From an optimization exercise on the open Yosys and OpenROAD flow, aimed at small area and a short achievable clock period; shortcuts taken in it are not production practice.
At most, simulation tests tie the RTL to the original design; equivalence was not proved.
The flow treats the clock pin as an ideal source. Dropping or thinning the clock tree relies on that and would not hold on a real chip.
No activity file was given, so power comes from the tool's default toggle rates.

## elem_combine
module elem_combine (
    input  wire        clk,
    input  wire        rst,         
    input  wire        in_valid,
    input  wire [1:0]  in_op,       
    input  wire [2:0]  in_type,     
    input  wire [31:0] in_a,        
    input  wire [31:0] in_x,        
    output reg         out_valid,
    output reg  [31:0] out_res,
    output reg         out_nan,     
    output reg         out_ovf,     
    output reg         out_bad      
);
Size in the first run: roughly 2400 cells after synthesis, roughly 230 flip-flops, ~110 I/O pins, ~16000 µm² of cells after synthesis.
clock: 25.0 ns
lec_check: 0
abc_area: 1
cap_margin: 20
core_margin: 2
core_utilization: 60
place_density: 0.7
slew_margin: 20
standard.sh (not shown) runs the stock make flow with config.mk's settings and CLKGATE_MAP_FILE= SYNTH_SCRIPT=/design/flow/synth_recipe.tcl, a recipe that flattens the netlist after the stock synthesis.
==> flow/flow/run.sh <==
#!/bin/bash
# Standard layout (standard.sh) with three changes:
#  - port buffers are buf_1 cells (the resizer upsizes those that need it)
#  - the clock tree is built by flow/mycts.tcl (a balanced two-level tree:
#    clock port -> MYCTS_ROOTS root buffers -> leaf buffers -> flip-flops),
#    sourced through ORFS's PRE_CTS_TCL hook in place of TritonCTS
#  - the resizer's setup repair aims for SETUP_SLACK_MARGIN of slack
set -euo pipefail
W=$PWD
export SETUP_SLACK_MARGIN=19.2
export BUFFER_PORTS_ARGS="-buffer_cell sky130_fd_sc_hd__buf_1"
export PRE_CTS_TCL=$W/flow/mycts.tcl
export MYCTS_PER_LEAF=22
export MYCTS_ROOTS=4
bash standard.sh > standard.log 2>&1
Other scripts of this flow, unchanged in this note and not shown: flow/flow/mycts.tcl
The first run completed without violations.
Edit:
--- a/flow/design.v
+++ b/flow/design.v
@@ -37,17 +37,16 @@
         max0  <= i_max;
         fp0   <= i_fp;
         h0    <= i_fp16;
         bf0   <= i_bf16;
         i32_0 <= i_i32;
         f8_0  <= i_8;
         t_32  <= i_fp32 | i_i32;
     end
-    wire f16_0 = bf0 | h0;
     function automatic [31:0] unpack;     
         input [31:0] v;
         input        t8, t32, tbf, th;
         begin
             unpack = ({32{t32}} & v) |
                      ({32{tbf}} & {v[15:0], 16'h0}) |
                      ({32{th}}  & {v[15], 3'b000, v[14:0], 13'h0}) |
                      ({32{t8}}  & {v[7:0], 24'h0});
@@ -84,33 +83,32 @@
     wire [7:0]  d;
     ec_add #(8) u_d (.a(sel_a ? ea : ex), .b(sel_a ? ~ex : ~ea), .ci(1'b1), .s(d), .co());
     wire [23:0] ms = {iadd ? x0[23] : sel_a ? hx : ha, S[22:0]};
     reg        v1;
     reg [31:0] L1;
     reg [23:0] ms1;
     reg [4:0]  d1;
     reg        big1;
-    reg        iadd1, sub1, nan1, bad1, fadd1, h1, bf1, f8_1, f16_1;
+    reg        iadd1, sub1, nan1, bad1, fadd1, h1, bf1, f8_1;
     always @(posedge clk) begin
         if (rst) v1 <= 1'b0;
         else     v1 <= v0;
         L1    <= Lr;
         ms1   <= ms;
         d1    <= iadd ? 5'd0 : d[4:0];
         big1  <= ~iadd & (|d[7:5]);
         iadd1 <= iadd;
         sub1  <= ~iadd & (sa ^ sx);
         nan1  <= r_nan;
         bad1  <= ~ok0;
         fadd1 <= r_fadd;
         h1    <= h0;
         bf1   <= bf0;
         f8_1  <= f8_0;
-        f16_1 <= f16_0;
     end
     wire [26:0] sh0 = {ms1, 3'b000};
     wire [26:0] sh1 = d1[0] ? {1'b0,  sh0[26:1]} : sh0;
     wire        st1 = d1[0] & sh0[0];
     wire [26:0] sh2 = d1[1] ? {2'b0,  sh1[26:2]} : sh1;
     wire        st2 = st1 | (d1[1] & (|sh1[1:0]));
     wire [26:0] sh3 = d1[2] ? {4'b0,  sh2[26:4]} : sh2;
     wire        st3 = st2 | (d1[2] & (|sh2[3:0]));
@@ -136,52 +134,57 @@
             if (s28[k]) lzr = 5'd27 - k[4:0];
     end
     wire [4:0]  lz = ((el[7:5] == 3'd0) && (el[4:0] < lzr)) ? el[4:0] : lzr;
     reg        v2;
     reg [31:0] L2;
     reg [4:0]  sumh2;
     wire [27:0] sum2 = {sumh2, L2[22:0]};
     reg [4:0]  lz2;
-    reg        nan2, bad2, fadd2, zs2, h2, bf2, f8_2, f16_2;
+    reg        nan2, bad2, fadd2, zs2, h2, bf2, f8_2;
     always @(posedge clk) begin
         if (rst) v2 <= 1'b0;
         else     v2 <= v1;
         L2    <= fadd1 ? {L1[31:23], sum[22:0]} :
                  iadd1 ? {cy ? itop1 : L1[31:24], sum[26:3]} : L1;
         sumh2 <= {cy, sum[26:23]};
         lz2   <= lz;
         nan2  <= nan1;
         bad2  <= bad1;
         fadd2 <= fadd1;
         zs2   <= L1[31] & ~sub1 & ~(|L1[30:0]);    
         h2    <= h1;
         bf2   <= bf1;
         f8_2  <= f8_1;
-        f16_2 <= f16_1;
     end
     wire [7:0]  e2 = {L2[30:24], L2[23] | ~(|L2[30:23])};
     wire        sl = L2[31];
     wire [27:0] n28 = sum2 << lz2;
     wire [26:0] nrm = {n28[27:2], n28[1] | n28[0]};
     wire [8:0]  e_n = {1'b0, e2} + 9'd1 - {4'b0, lz2};
     wire        hid = nrm[26];
     wire        zero_sum = ~(|sum2);
     wire        g_32 = nrm[2],  st_32 = |nrm[1:0],  l_32 = nrm[3];
     wire        g_16 = nrm[15], st_16 = |nrm[14:0], l_16 = nrm[16];
     wire        g_bf = nrm[18], st_bf = |nrm[17:0], l_bf = nrm[19];
     wire        rnd = h2  ? (g_16 & (st_16 | l_16)) :
                       bf2 ? (g_bf & (st_bf | l_bf)) :
                             (g_32 & (st_32 | l_32));
     wire [22:0] frac_t = nrm[25:3];
-    wire [22:0] inc = h2  ? {9'h0, rnd, 13'h0} :
-                      bf2 ? {6'h0, rnd, 16'h0} : {22'h0, rnd};
     wire [8:0]  ef = {e_n[8:1], e_n[0] & hid};
-    wire [31:0] pk;
-    ec_add #(32) u_rnd (.a({ef, frac_t}), .b({9'd0, inc}), .ci(1'b0), .s(pk), .co());
+    wire [31:0] rv = {ef, frac_t};
+    wire [31:0] below = h2 ? 32'h0000_1FFF : bf2 ? 32'h0000_FFFF : 32'h0;
+    reg  [31:0] cin;
+    integer q;
+    always @(*) begin
+        cin[0] = rnd;
+        for (q = 1; q < 32; q = q + 1)
+            cin[q] = cin[q-1] & (rv[q-1] | below[q-1]);
+    end
+    wire [31:0] pk = rv ^ (cin & ~below);
     wire        f_ones = h2 ? (&nrm[25:16]) : bf2 ? (&nrm[25:19]) : (&nrm[25:3]);
     wire        e_top  = h2 ? (ef[8:5] == 4'd0) & (&ef[4:1]) : ~ef[8] & (&ef[7:1]);
     wire        e_ge   = h2 ? (|ef[8:5]) | (&ef[4:0]) : ef[8] | (&ef[7:0]);
     wire        ovf    = e_ge | (e_top & ~ef[0] & f_ones & rnd);
     reg [31:0] ru;
     always @(*) begin
         if (bad2)
             ru = 32'h0;
@@ -194,17 +197,17 @@
                 ru = {sl, h2 ? 8'h1F : 8'hFF, 23'h0};
             else
                 ru = {sl, pk[30:0]};
         end else
             ru = L2;
     end
     wire [31:0] res = f8_2  ? {24'h0, ru[31:24]} :
                       h2    ? {16'h0, ru[31], ru[27:13]} :
-                      f16_2 ? {16'h0, ru[31:16]} : ru;
+                      bf2   ? {16'h0, ru[31:16]} : ru;
     wire        r_ovf = fadd2 & ~zero_sum & ovf;
     always @(posedge clk) begin
         if (rst) out_valid <= 1'b0;
         else     out_valid <= v2;
         out_res <= res;
         out_nan <= nan2;
         out_ovf <= r_ovf;
         out_bad <= bad2;
Outcome: The changed run finished clean. Synthesized cell count fell by 2.5%. Combinational power rose by about 10%. Power rose by 6.3%. Maximum frequency is about the same. First-iteration DRC count fell by 0.98%.
For the second run of this note, only the layout was checked, not whether the RTL still works. In every run of this note, the design's own scripts or RTL, not TritonCTS, make the clock network.

==> separate check: timing with driven ports <==
In the flow no input, the clock included, has a driving cell. The finished layouts below were timed again as built, in two steps. Step 1 sets driving cells, clkbuf_16 on the clock port and buf_2 on the other inputs (assumed; they add their load-dependent delay and slew). Step 2 adds t to the input delays and takes it off the output delays; t is the mean of the earliest and latest rising clock arrival at the registers after step 1. Input paths then give back, and output paths get back, about the clock's delay inside the block. Slacks: ideal ports / drivers / drivers and shift; pairs: ideal ports / drivers.
run | t (ns) | slack for setup (ns) | worst slew at a driven data input, ns
the first run | 0.402 | 19.219 / 19.110 / 19.412 | 0.04
the second run | 0.399 | 19.220 / 19.115 / 19.271 | 0.04
After both steps every run listed still meets setup and hold.
